Source: an optimization exercise on an open RTL-to-GDS flow (aim: small area, a short achievable clock period and few clock cycles per item). Production flows keep margins and buffers that such runs may drop. In this exercise RTL edits were held to simulation tests only and were not proved equivalent to the original.

==> exp/pepper <==
==> flow/design.v <==
module alf_line_coder (
    input  wire        clk,
    input  wire        rst,           
    input  wire [7:0]  fmt,           
    input  wire        in_valid,
    output wire        in_ready,
    input  wire [15:0] in_sample,
    input  wire        in_last,       
    output reg         out_valid,
    input  wire        out_ready,
    output reg  [31:0] out_data,
    output reg         out_last,      
    output wire [23:0] out_nbits      
);
    reg  [1:0]  f_bsel;
    reg  [2:0]  f_d;
    always @(*) begin
        case (fmt)
            8'h01:               begin f_bsel = 2'd0; f_d = 3'd1; end
            8'h02, 8'h03, 8'h04: begin f_bsel = 2'd2; f_d = 3'd1; end
            8'h10:               begin f_bsel = 2'd0; f_d = 3'd2; end
            8'h11, 8'h12:        begin f_bsel = 2'd2; f_d = 3'd2; end
            8'h20:               begin f_bsel = 2'd0; f_d = 3'd3; end
            8'h21, 8'h31:        begin f_bsel = 2'd1; f_d = 3'd3; end
            8'h30:               begin f_bsel = 2'd1; f_d = 3'd0; end
            default:             begin f_bsel = 2'd0; f_d = 3'd1; end
        endcase
    end
    reg         line_first;           
    reg         rdy_o;                
    reg         sk_v;
    reg  [15:0] sk_s;
    reg         sk_last, sk_first;
    reg  [1:0]  sk_bsel;
    reg  [2:0]  sk_d;
    reg         x_v;
    reg  [15:0] x_s;
    reg         x_last, x_first;
    reg  [1:0]  x_bsel;
    reg  [2:0]  x_d;
    assign in_ready = rdy_o;
    wire in_fire = in_valid && !sk_v;
    wire x_take;                      
    wire sk_v_n = sk_v ? !x_take : (in_fire && !x_take);
    reg  [1:0]  l_bsel;               
    reg  [2:0]  l_d;
    reg  [15:0] hist1, hist2;
    reg  [9:0]  hist3, hist4;
    reg  [2:0]  nseen;                
    reg  [1:0]  phase;                
    wire [1:0]  e_bsel = x_first ? x_bsel : l_bsel;
    wire [2:0]  e_d    = x_first ? x_d    : l_d;
    wire [2:0]  e_seen = x_first ? 3'd0   : nseen;
    wire [1:0]  e_ph   = x_first ? 2'd0   : phase;
    wire [2:0]  pdist = (e_d == 3'd0) ? (e_ph[0] ? 3'd2 : 3'd4) : e_d;
    reg  [15:0] pred;
    always @(*) begin
        if (e_seen < pdist)
            pred = 16'd0;
        else begin
            case (pdist)
                3'd1:    pred = hist1;
                3'd2:    pred = hist2;
                3'd3:    pred = {6'd0, hist3};
                default: pred = {6'd0, hist4};
            endcase
        end
    end
    wire [15:0] diff = x_s - pred;
    reg  [15:0] u_new;
    always @(*) begin
        case (e_bsel)
            2'd0:    u_new = {8'd0, diff[6:0] ^ {7{diff[7]}}, diff[7]};
            2'd1:    u_new = {6'd0, diff[8:0] ^ {9{diff[9]}}, diff[9]};
            default: u_new = {diff[14:0] ^ {15{diff[15]}}, diff[15]};
        endcase
    end
    reg  [5:0]  esc_len;              
    always @(*) begin
        case (e_bsel)
            2'd0:    esc_len = 6'd24;
            2'd1:    esc_len = 6'd26;
            default: esc_len = 6'd32;
        endcase
    end
    integer k;
    reg  [5:0]  term [0:14];
    reg  [15:0] qk;
    always @(*) begin
        for (k = 0; k < 15; k = k + 1) begin
            qk = u_new >> k;
            if (qk < 16'd16)
                term[k] = qk[5:0] + 6'd1 + k[5:0];
            else
                term[k] = esc_len;
        end
    end
    reg  [10:0] cost [0:14];
    reg  [4:0]  bidx;                 
    reg         blk_nz;
    reg         dec_pend;             
    reg  [5:0]  dec_m;                
    reg         dec_last;
    reg  [1:0]  dec_bsel;
    function lt11(input [10:0] a, input [10:0] b);
        integer z;
        reg l;
        begin
            l = 1'b0;
            for (z = 0; z < 11; z = z + 1)
                l = (~a[z] & b[z]) | (~(a[z] ^ b[z]) & l);
            lt11 = l;
        end
    endfunction
    reg  [10:0] mc1 [0:7];  reg [3:0] mk1 [0:7];
    reg  [10:0] mc2 [0:3];  reg [3:0] mk2 [0:3];
    reg  [10:0] mc3 [0:1];  reg [3:0] mk3 [0:1];
    integer j;
    always @(*) begin
        for (j = 0; j < 7; j = j + 1) begin
            if (lt11(cost[2*j+1], cost[2*j])) begin mc1[j] = cost[2*j+1]; mk1[j] = 2*j+1; end
            else                         begin mc1[j] = cost[2*j];   mk1[j] = 2*j;   end
        end
        mc1[7] = cost[14]; mk1[7] = 4'd14;
        for (j = 0; j < 4; j = j + 1) begin
            if (lt11(mc1[2*j+1], mc1[2*j])) begin mc2[j] = mc1[2*j+1]; mk2[j] = mk1[2*j+1]; end
            else                       begin mc2[j] = mc1[2*j];   mk2[j] = mk1[2*j];   end
        end
        for (j = 0; j < 2; j = j + 1) begin
            if (lt11(mc2[2*j+1], mc2[2*j])) begin mc3[j] = mc2[2*j+1]; mk3[j] = mk2[2*j+1]; end
            else                       begin mc3[j] = mc2[2*j];   mk3[j] = mk2[2*j];   end
        end
    end
    reg         d_v;                  
    reg  [10:0] d_c0, d_c1;
    reg  [3:0]  d_k0, d_k1;
    reg         d_nz;
    reg  [5:0]  d_m;
    reg         d_last;
    reg  [1:0]  d_bsel;
    reg  [9:0]  d_thr;                
    always @(*) begin
        case (d_bsel)
            2'd0:    d_thr = {1'b0, d_m, 3'd0};
            2'd1:    d_thr = {1'b0, d_m, 3'd0} + {3'd0, d_m, 1'b0};
            default: d_thr = {d_m, 4'd0};
        endcase
    end
    wire [4:0]  d_m1     = d_m[4:0] - 5'd1;
    wire        d_pick1  = lt11(d_c1, d_c0);
    wire [10:0] d_min    = d_pick1 ? d_c1 : d_c0;
    wire [3:0]  d_kmin   = d_pick1 ? d_k1 : d_k0;
    wire [4:0]  dec_code = !d_nz ? 5'd31 : (d_min <= {1'b0, d_thr}) ? {1'b0, d_kmin} : 5'd30;
    reg         cq0_v, cq1_v;
    reg  [4:0]  cq0_code, cq1_code;
    reg  [4:0]  cq0_m, cq1_m;         
    reg         cq0_last, cq1_last;
    reg  [1:0]  cq0_bsel, cq1_bsel;
    wire dec_fire = d_v && !(cq0_v && cq1_v);         
    wire d_cap    = dec_pend && (!d_v || dec_fire);    
    reg         u_v;
    reg  [15:0] u_q;
    reg  [15:0] rg [0:32];            
    reg  [5:0]  ph;                   
    reg  [5:0]  rd, wr;               
    reg  [5:0]  n;                    
    reg  [4:0]  eidx;                 
    wire [15:0] hu = rg[32];
    wire        hv = (n != 6'd0) && (ph == rd);
    wire [5:0]  ph_n = (ph == 6'd32) ? 6'd0 : ph + 6'd1;
    wire [5:0]  rd_n = (rd == 6'd32) ? 6'd0 : rd + 6'd1;
    wire [4:0]  hc = cq0_code;
    reg  [4:0]  bw;                   
    always @(*) begin
        case (cq0_bsel)
            2'd0:    bw = 5'd8;
            2'd1:    bw = 5'd10;
            default: bw = 5'd16;
        endcase
    end
    wire [15:0] hq = hu >> hc[3:0];
    wire        hesc = (hq >= 16'd16);
    reg  [31:0] cw_v;
    reg  [5:0]  cw_w;
    always @(*) begin
        if (hc == 5'd31) begin
            cw_v = 32'd0;
            cw_w = 6'd0;
        end else if (hc == 5'd30) begin
            cw_v = {16'd0, hu};
            cw_w = {1'b0, bw};
        end else if (!hesc) begin
            cw_v = (((32'd1 << hq[3:0]) - 32'd1) << (hc[3:0] + 5'd1))
                 | ({16'd0, hu} & ((32'd1 << hc[3:0]) - 32'd1));
            cw_w = {2'd0, hq[3:0]} + 6'd1 + {2'd0, hc[3:0]};
        end else begin
            cw_v = (32'hFFFF << bw) | {16'd0, hu};
            cw_w = 6'd16 + {1'b0, bw};
        end
    end
    wire        hdr = (eidx == 5'd0);
    wire        blk_end  = (eidx == cq0_m);
    wire        line_end = cq0_last && ((hc == 5'd31) ? hdr : blk_end);
    wire [36:0] put_v = hdr ? (({32'd0, hc} << cw_w) | {5'd0, cw_v}) : {5'd0, cw_v};
    wire [6:0]  put_w = {1'b0, cw_w} + (hdr ? 7'd5 : 7'd0);
    reg  [73:0] acc;                  
    reg  [6:0]  cnt;                  
    reg  [1:0]  lw;                   
    reg  [20:0] tot;                  
    reg  [20:0] nbp;                  
    reg  [20:0] onb;                  
    reg         osk_v;                
    reg  [31:0] osk_data;
    reg         osk_last;
    wire        pk_out = (cnt >= 7'd32) && !osk_v;
    wire [6:0]  cnt_o  = pk_out ? cnt - 7'd32 : cnt;
    wire [73:0] acc_o  = pk_out ? {acc[41:0], 32'd0} : acc;
    wire [1:0]  lw_o   = pk_out ? {1'b0, lw[1]} : lw;
    wire [7:0]  t      = {1'b0, cnt_o} + {1'b0, put_w};
    wire        lw_busy = (lw != 2'd0) || (osk_v && osk_last);
    wire        pk_ok  = (cnt_o <= 7'd37) && !(line_end && ((cnt_o > 7'd32) || lw_busy));
    wire [73:0] placed = {37'd0, put_v} << (7'd74 - t[6:0]);
    assign out_nbits = {3'd0, onb};
    wire        emit    = hv && cq0_v && pk_ok;
    wire [5:0]  n_after = n - {5'd0, emit};
    wire        n0      = (n == 6'd0);
    wire        n1      = (n == 6'd1);
    wire        n33     = (n == 6'd33);
    wire        n_empty = n0 || (n1 && emit);
    wire        write   = u_v && (n0 || ((ph == wr) && !n33) || (emit && (n1 || n33)));
    wire        u_take  = !u_v || write;
    wire        xu      = x_v && u_take && (!dec_pend || d_cap);
    assign x_take = !x_v || xu;
    wire blk_pop  = emit && blk_end;
    integer i, b2;
    reg [10:0] cbase, cterm, csum; reg cc;
    always @(posedge clk) begin
        if (in_fire && !x_take) begin
            sk_s     <= in_sample;
            sk_last  <= in_last;
            sk_first <= line_first;
            sk_bsel  <= f_bsel;
            sk_d     <= f_d;
        end
        if (x_take && (sk_v || in_fire)) begin
            x_s     <= sk_v ? sk_s     : in_sample;
            x_last  <= sk_v ? sk_last  : in_last;
            x_first <= sk_v ? sk_first : line_first;
            x_bsel  <= sk_v ? sk_bsel  : f_bsel;
            x_d     <= sk_v ? sk_d     : f_d;
        end
        if (xu) begin
            if (x_first) begin
                l_bsel <= x_bsel;
                l_d    <= x_d;
            end
            hist1 <= x_s;
            hist2 <= hist1;
            hist3 <= hist2[9:0];
            hist4 <= hist3;
            nseen <= (e_seen == 3'd4) ? 3'd4 : e_seen + 3'd1;
            phase <= e_ph + 2'd1;
            u_q   <= u_new;
            blk_nz <= ((bidx == 5'd0) ? 1'b0 : blk_nz) | (u_new != 16'd0);
            if (bidx == 5'd31 || x_last) begin
                dec_m    <= {1'b0, bidx} + 6'd1;
                dec_last <= x_last;
                dec_bsel <= e_bsel;
            end
        end
        for (i = 0; i < 15; i = i + 1) begin
            cbase = (xu && bidx == 5'd0) ? 11'd0 : cost[i];
            cterm = xu ? {5'd0, term[i]} : 11'd0;
            cc = 1'b0;
            for (b2 = 0; b2 < 11; b2 = b2 + 1) begin
                csum[b2] = cbase[b2] ^ cterm[b2] ^ cc;
                cc = (cbase[b2] & cterm[b2]) | (cc & (cbase[b2] ^ cterm[b2]));
            end
            cost[i] <= csum;
        end
        if (d_cap) begin
            d_c0   <= mc3[0];
            d_k0   <= mk3[0];
            d_c1   <= mc3[1];
            d_k1   <= mk3[1];
            d_nz   <= blk_nz;
            d_m    <= dec_m;
            d_last <= dec_last;
            d_bsel <= dec_bsel;
        end
        rg[0] <= write ? u_q : rg[32];
        for (i = 1; i < 33; i = i + 1)
            rg[i] <= rg[i-1];
        if (dec_fire) begin
            if (blk_pop ? cq1_v : cq0_v) begin
                cq1_code <= dec_code;
                cq1_m    <= d_m1;
                cq1_last <= d_last;
                cq1_bsel <= d_bsel;
            end
        end
        if (blk_pop && cq1_v) begin
            cq0_code <= cq1_code;
            cq0_m    <= cq1_m;
            cq0_last <= cq1_last;
            cq0_bsel <= cq1_bsel;
        end else if (dec_fire && (blk_pop || !cq0_v)) begin
            cq0_code <= dec_code;
            cq0_m    <= d_m1;
            cq0_last <= d_last;
            cq0_bsel <= d_bsel;
        end
        if (rst) begin
            line_first <= 1'b1;
            rdy_o      <= 1'b1;
            sk_v       <= 1'b0;
            x_v        <= 1'b0;
            u_v        <= 1'b0;
            bidx       <= 5'd0;
            dec_pend   <= 1'b0;
            d_v        <= 1'b0;
            ph         <= 6'd0;
            rd         <= 6'd0;
            wr         <= 6'd0;
            n          <= 6'd0;
            cq0_v      <= 1'b0;
            cq1_v      <= 1'b0;
            eidx       <= 5'd0;
            acc        <= 74'd0;
            cnt        <= 7'd0;
            lw         <= 2'd0;
            tot        <= 21'd0;
            osk_v      <= 1'b0;
            out_valid  <= 1'b0;
        end else begin
            if (in_fire)
                line_first <= in_last;
            sk_v <= sk_v_n;
            rdy_o <= !sk_v_n;
            x_v  <= x_take ? (sk_v || in_fire) : x_v;
            u_v  <= u_take ? xu : u_v;
            if (xu)
                bidx <= (bidx == 5'd31 || x_last) ? 5'd0 : bidx + 5'd1;
            if (xu && (bidx == 5'd31 || x_last))
                dec_pend <= 1'b1;
            else if (d_cap)
                dec_pend <= 1'b0;
            if (d_cap)
                d_v <= 1'b1;
            else if (dec_fire)
                d_v <= 1'b0;
            ph <= ph_n;
            if (write && n_empty)
                rd <= ph;
            else if (emit)
                rd <= rd_n;
            if (write)
                wr <= ph_n;
            n <= n_after + {5'd0, write};
            if (blk_pop) begin
                cq0_v <= cq1_v || dec_fire;
                cq1_v <= cq1_v && dec_fire;
            end else if (dec_fire) begin
                cq0_v <= 1'b1;
                cq1_v <= cq0_v;
            end
            if (emit) begin
                acc  <= acc_o | placed;
                cnt  <= line_end ? ((t <= 8'd32) ? 7'd32 : 7'd64) : t[6:0];
                lw   <= line_end ? ((t <= 8'd32) ? 2'b01 : 2'b10) : lw_o;
                tot  <= line_end ? 21'd0 : tot + {14'd0, put_w};
                if (line_end)
                    nbp <= tot + {14'd0, put_w};
                eidx <= blk_end ? 5'd0 : eidx + 5'd1;
            end else begin
                acc <= acc_o;
                cnt <= cnt_o;
                lw  <= lw_o;
            end
            if (!out_valid || out_ready) begin
                if (osk_v) begin
                    out_valid <= 1'b1;
                    out_data  <= osk_data;
                    out_last  <= osk_last;
                    if (osk_last)
                        onb <= nbp;
                    osk_v     <= 1'b0;
                end else if (pk_out) begin
                    out_valid <= 1'b1;
                    out_data  <= acc[73:42];
                    out_last  <= lw[0];
                    if (lw[0])
                        onb <= nbp;
                end else
                    out_valid <= 1'b0;
            end else if (pk_out) begin
                osk_v    <= 1'b1;
                osk_data <= acc[73:42];
                osk_last <= lw[0];
            end
        end
    end
endmodule
==> flow/run.sh <==
#!/bin/bash
# synth_recipe.tcl (not shown) runs the flow's synth.tcl, then flattens the netlist and writes it again
# the make line also repeats each setting of config.mk as NAME=value (left out here)
make -C /OpenROAD-flow-scripts/flow DESIGN_CONFIG=/design/flow/config.mk WORK_HOME=/design/flow/orfs CLKGATE_MAP_FILE= SYNTH_SCRIPT=/design/flow/synth_recipe.tcl finish
==> flow/config.mk <==
export PLATFORM = sky130hd
export DESIGN_NAME = alf_line_coder
export DESIGN_NICKNAME = alf_line_coder
export VERILOG_FILES = /design/flow/design.v
export SDC_FILE = /design/flow/constraint.sdc
export NUM_CORES = 4
export LEC_CHECK = 0
export CAP_MARGIN = 20
export CORE_MARGIN = 2
export CORE_UTILIZATION = 40
export PLACE_DENSITY = 0.6
export SLEW_MARGIN = 20
==> flow/constraint.sdc <==
create_clock -name core_clock -period 50.0 [get_ports {clk}]
set_input_delay 10.0000 -clock core_clock [delete_from_list [all_inputs] [get_ports {clk}]]
set_output_delay 10.0000 -clock core_clock [all_outputs]
set_load 0.01 [all_outputs]
==> inputs of exp/violet, as changes to exp/pepper <==
--- a/flow/design.v
+++ b/flow/design.v
@@ -159,15 +159,13 @@
     wire dec_fire = d_v && !(cq0_v && cq1_v);         
     wire d_cap    = dec_pend && (!d_v || dec_fire);    
-    reg         u_v;
-    reg  [15:0] u_q;
-    reg  [15:0] rg [0:32];            
+    reg  [15:0] rg [0:33];            
     reg  [5:0]  ph;                   
     reg  [5:0]  rd, wr;               
     reg  [5:0]  n;                    
     reg  [4:0]  eidx;                 
-    wire [15:0] hu = rg[32];
+    wire [15:0] hu = rg[33];
     wire        hv = (n != 6'd0) && (ph == rd);
-    wire [5:0]  ph_n = (ph == 6'd32) ? 6'd0 : ph + 6'd1;
-    wire [5:0]  rd_n = (rd == 6'd32) ? 6'd0 : rd + 6'd1;
+    wire [5:0]  ph_n = (ph == 6'd33) ? 6'd0 : ph + 6'd1;
+    wire [5:0]  rd_n = (rd == 6'd33) ? 6'd0 : rd + 6'd1;
     wire [4:0]  hc = cq0_code;
     reg  [4:0]  bw;                   
@@ -207,7 +205,8 @@
     reg  [6:0]  cnt;                  
     reg  [1:0]  lw;                   
-    reg  [20:0] tot;                  
-    reg  [20:0] nbp;                  
+    reg  [15:0] wcnt;                 
+    reg  [4:0]  lb1;                  
     reg  [20:0] onb;                  
+    wire [20:0] nbits = {wcnt, lb1} + 21'd1;
     reg         osk_v;                
     reg  [31:0] osk_data;
@@ -226,9 +225,9 @@
     wire        n0      = (n == 6'd0);
     wire        n1      = (n == 6'd1);
-    wire        n33     = (n == 6'd33);
+    wire        n34     = (n == 6'd34);
     wire        n_empty = n0 || (n1 && emit);
-    wire        write   = u_v && (n0 || ((ph == wr) && !n33) || (emit && (n1 || n33)));
-    wire        u_take  = !u_v || write;
-    wire        xu      = x_v && u_take && (!dec_pend || d_cap);
+    wire        xu      = x_v && (n0 || ((ph == wr) && !n34) || (emit && (n1 || n34)))
+                          && (!dec_pend || d_cap);
+    wire        write   = xu;
     assign x_take = !x_v || xu;
     wire blk_pop  = emit && blk_end;
@@ -261,5 +260,4 @@
             nseen <= (e_seen == 3'd4) ? 3'd4 : e_seen + 3'd1;
             phase <= e_ph + 2'd1;
-            u_q   <= u_new;
             blk_nz <= ((bidx == 5'd0) ? 1'b0 : blk_nz) | (u_new != 16'd0);
             if (bidx == 5'd31 || x_last) begin
@@ -289,6 +287,6 @@
             d_bsel <= dec_bsel;
         end
-        rg[0] <= write ? u_q : rg[32];
-        for (i = 1; i < 33; i = i + 1)
+        rg[0] <= write ? u_new : rg[33];
+        for (i = 1; i < 34; i = i + 1)
             rg[i] <= rg[i-1];
         if (dec_fire) begin
@@ -316,5 +314,4 @@
             sk_v       <= 1'b0;
             x_v        <= 1'b0;
-            u_v        <= 1'b0;
             bidx       <= 5'd0;
             dec_pend   <= 1'b0;
@@ -330,5 +327,5 @@
             cnt        <= 7'd0;
             lw         <= 2'd0;
-            tot        <= 21'd0;
+            wcnt       <= 16'd0;
             osk_v      <= 1'b0;
             out_valid  <= 1'b0;
@@ -339,5 +336,4 @@
             rdy_o <= !sk_v_n;
             x_v  <= x_take ? (sk_v || in_fire) : x_v;
-            u_v  <= u_take ? xu : u_v;
             if (xu)
                 bidx <= (bidx == 5'd31 || x_last) ? 5'd0 : bidx + 5'd1;
@@ -369,7 +365,6 @@
                 cnt  <= line_end ? ((t <= 8'd32) ? 7'd32 : 7'd64) : t[6:0];
                 lw   <= line_end ? ((t <= 8'd32) ? 2'b01 : 2'b10) : lw_o;
-                tot  <= line_end ? 21'd0 : tot + {14'd0, put_w};
                 if (line_end)
-                    nbp <= tot + {14'd0, put_w};
+                    lb1 <= t[4:0] - 5'd1;
                 eidx <= blk_end ? 5'd0 : eidx + 5'd1;
             end else begin
@@ -383,6 +378,8 @@
                     out_data  <= osk_data;
                     out_last  <= osk_last;
-                    if (osk_last)
-                        onb <= nbp;
+                    if (osk_last) begin
+                        onb  <= nbits;
+                        wcnt <= 16'd0;
+                    end
                     osk_v     <= 1'b0;
                 end else if (pk_out) begin
@@ -390,6 +387,9 @@
                     out_data  <= acc[73:42];
                     out_last  <= lw[0];
-                    if (lw[0])
-                        onb <= nbp;
+                    if (lw[0]) begin
+                        onb  <= nbits;
+                        wcnt <= 16'd0;
+                    end else
+                        wcnt <= wcnt + 16'd1;
                 end else
                     out_valid <= 1'b0;
@@ -398,4 +398,6 @@
                 osk_data <= acc[73:42];
                 osk_last <= lw[0];
+                if (!lw[0])
+                    wcnt <= wcnt + 16'd1;
             end
         end
--- a/flow/config.mk
+++ b/flow/config.mk
@@ -6,7 +6,11 @@
 export NUM_CORES = 4
 export LEC_CHECK = 0
+export ABC_AREA = 1
 export CAP_MARGIN = 20
 export CORE_MARGIN = 2
-export CORE_UTILIZATION = 40
-export PLACE_DENSITY = 0.6
+export CORE_UTILIZATION = 55
+export CTS_BUF_LIST = sky130_fd_sc_hd__clkbuf_16
+export CTS_CLUSTER_DIAMETER = 60
+export CTS_CLUSTER_SIZE = 30
+export PLACE_DENSITY = 0.75
 export SLEW_MARGIN = 20
==> inputs of exp/xenon, as changes to exp/pepper <==
--- a/flow/design.v
+++ b/flow/design.v
@@ -159,15 +159,13 @@
     wire dec_fire = d_v && !(cq0_v && cq1_v);         
     wire d_cap    = dec_pend && (!d_v || dec_fire);    
-    reg         u_v;
-    reg  [15:0] u_q;
-    reg  [15:0] rg [0:32];            
+    reg  [15:0] rg [0:33];            
     reg  [5:0]  ph;                   
     reg  [5:0]  rd, wr;               
     reg  [5:0]  n;                    
     reg  [4:0]  eidx;                 
-    wire [15:0] hu = rg[32];
+    wire [15:0] hu = rg[33];
     wire        hv = (n != 6'd0) && (ph == rd);
-    wire [5:0]  ph_n = (ph == 6'd32) ? 6'd0 : ph + 6'd1;
-    wire [5:0]  rd_n = (rd == 6'd32) ? 6'd0 : rd + 6'd1;
+    wire [5:0]  ph_n = (ph == 6'd33) ? 6'd0 : ph + 6'd1;
+    wire [5:0]  rd_n = (rd == 6'd33) ? 6'd0 : rd + 6'd1;
     wire [4:0]  hc = cq0_code;
     reg  [4:0]  bw;                   
@@ -226,9 +224,9 @@
     wire        n0      = (n == 6'd0);
     wire        n1      = (n == 6'd1);
-    wire        n33     = (n == 6'd33);
+    wire        n34     = (n == 6'd34);
     wire        n_empty = n0 || (n1 && emit);
-    wire        write   = u_v && (n0 || ((ph == wr) && !n33) || (emit && (n1 || n33)));
-    wire        u_take  = !u_v || write;
-    wire        xu      = x_v && u_take && (!dec_pend || d_cap);
+    wire        xu      = x_v && (n0 || ((ph == wr) && !n34) || (emit && (n1 || n34)))
+                          && (!dec_pend || d_cap);
+    wire        write   = xu;
     assign x_take = !x_v || xu;
     wire blk_pop  = emit && blk_end;
@@ -261,5 +259,4 @@
             nseen <= (e_seen == 3'd4) ? 3'd4 : e_seen + 3'd1;
             phase <= e_ph + 2'd1;
-            u_q   <= u_new;
             blk_nz <= ((bidx == 5'd0) ? 1'b0 : blk_nz) | (u_new != 16'd0);
             if (bidx == 5'd31 || x_last) begin
@@ -289,6 +286,6 @@
             d_bsel <= dec_bsel;
         end
-        rg[0] <= write ? u_q : rg[32];
-        for (i = 1; i < 33; i = i + 1)
+        rg[0] <= write ? u_new : rg[33];
+        for (i = 1; i < 34; i = i + 1)
             rg[i] <= rg[i-1];
         if (dec_fire) begin
@@ -316,5 +313,4 @@
             sk_v       <= 1'b0;
             x_v        <= 1'b0;
-            u_v        <= 1'b0;
             bidx       <= 5'd0;
             dec_pend   <= 1'b0;
@@ -339,5 +335,4 @@
             rdy_o <= !sk_v_n;
             x_v  <= x_take ? (sk_v || in_fire) : x_v;
-            u_v  <= u_take ? xu : u_v;
             if (xu)
                 bidx <= (bidx == 5'd31 || x_last) ? 5'd0 : bidx + 5'd1;
--- a/flow/config.mk
+++ b/flow/config.mk
@@ -6,4 +6,5 @@
 export NUM_CORES = 4
 export LEC_CHECK = 0
+export ABC_AREA = 1
 export CAP_MARGIN = 20
 export CORE_MARGIN = 2
==> flow_metrics.tcl <==
set metrics [dict create \
    status "complete, no violations" \
    antennaDiodeCount 0 \
    layout-drive-gt1-share 0.0442 \
    wl_per_cell_um 15.4 \
    gp_congestion 0.950 \
    internal_power_mw 2.12 \
    dpl-instance-area_um2 51700 \
    cts_buffers 69 \
    min_from "rg[19][10]$_DFF_P_" \
    fin_area_um2 54200 \
    wl_met2_um 50700 \
    utilization 0.603 \
    synth_commonest_cells "nand2_1, dfxtp_1, inv_1, o21ai_0, ha_1" \
    multi_input_area_share 0.383 \
]
That was exp/violet.
==> flow_metrics.tcl <==
set metrics [dict create \
    status "complete, no violations" \
    final_common_cell "nand2_1" \
    multi_input_area_share 0.368 \
    antennaDiodeCount 0 \
    synth_commonest_cells "nand2_1, dfxtp_1, inv_1, o21ai_0, ha_1" \
    min_from "rg[32][11]$_DFF_P_" \
    wl_met2_um 49600 \
    utilization 0.455 \
    antenna_found_initial 2 \
    dp_hpwl_um 82100 \
    internal_power_mw 2.35 \
    layout-drive-gt1-share 0.0576 \
    wl_per_cell_um 14.8 \
    max_cap_violations 0 \
    synth_cells 5839 \
    endpoint "in_ready" \
]
That was exp/xenon.
==> flow_metrics.tcl <==
set metrics [dict create \
    gp_congestion 0.966 \
    wl_per_cell_um 20.7 \
    synth_commonest_cells "dfxtp_1, nand2_1, nor2_1, ha_1, inv_1" \
    reg2regPathDepth 41 \
    htreeDepth 3 \
    dpl-instance-area_um2 56700 \
    wl_met2_um 68700 \
    utilization 0.454 \
    fin_area_um2 60700 \
    cts_buffers 113 \
    internal_power_mw 2.49 \
    min_from "rg[24][2]$_DFF_P_" \
    status "complete, no violations" \
    multi_input_area_share 0.426 \
]
That was exp/pepper.
Testbench counts of exp/pepper, summed over its fixed seeds: cycles 108,120, samples 107,845.
Testbench counts of exp/violet, summed over its fixed seeds: cycles 108,120, samples 107,845.
Testbench counts of exp/xenon, summed over its fixed seeds: cycles 108,120, samples 107,845.

static timing again, ports no longer ideal:
In the flow no input, the clock included, has a driving cell. The finished layouts below were timed again as built, in two steps.
Step 1: set_driving_cell puts a clkbuf_16 on clk and a buf_2 on each other input, an assumption about the parent block.
Step 2 also shifts input and output timing later by t, the mid clock arrival at the registers, as if the neighbouring blocks saw the same clock.
a / b / c = no drivers / after step 1 / after step 2; a / b = the first two.
run	t, ns	setup slack, ns	worst setup path after step 2	cell pins on the clock port's net
exp/pepper	0.815	38.352 / 38.278 / 37.709	input to register	1
exp/violet	0.726	38.428 / 38.361 / 37.786	input to register	1
exp/xenon	0.804	38.352 / 38.282 / 38.147	input to register	1
After both steps setup and hold are still met in every run listed. For exp/pepper, which loses most, drivers alone change the setup slack by -0.074 ns; drivers and shift together by -0.643 ns.
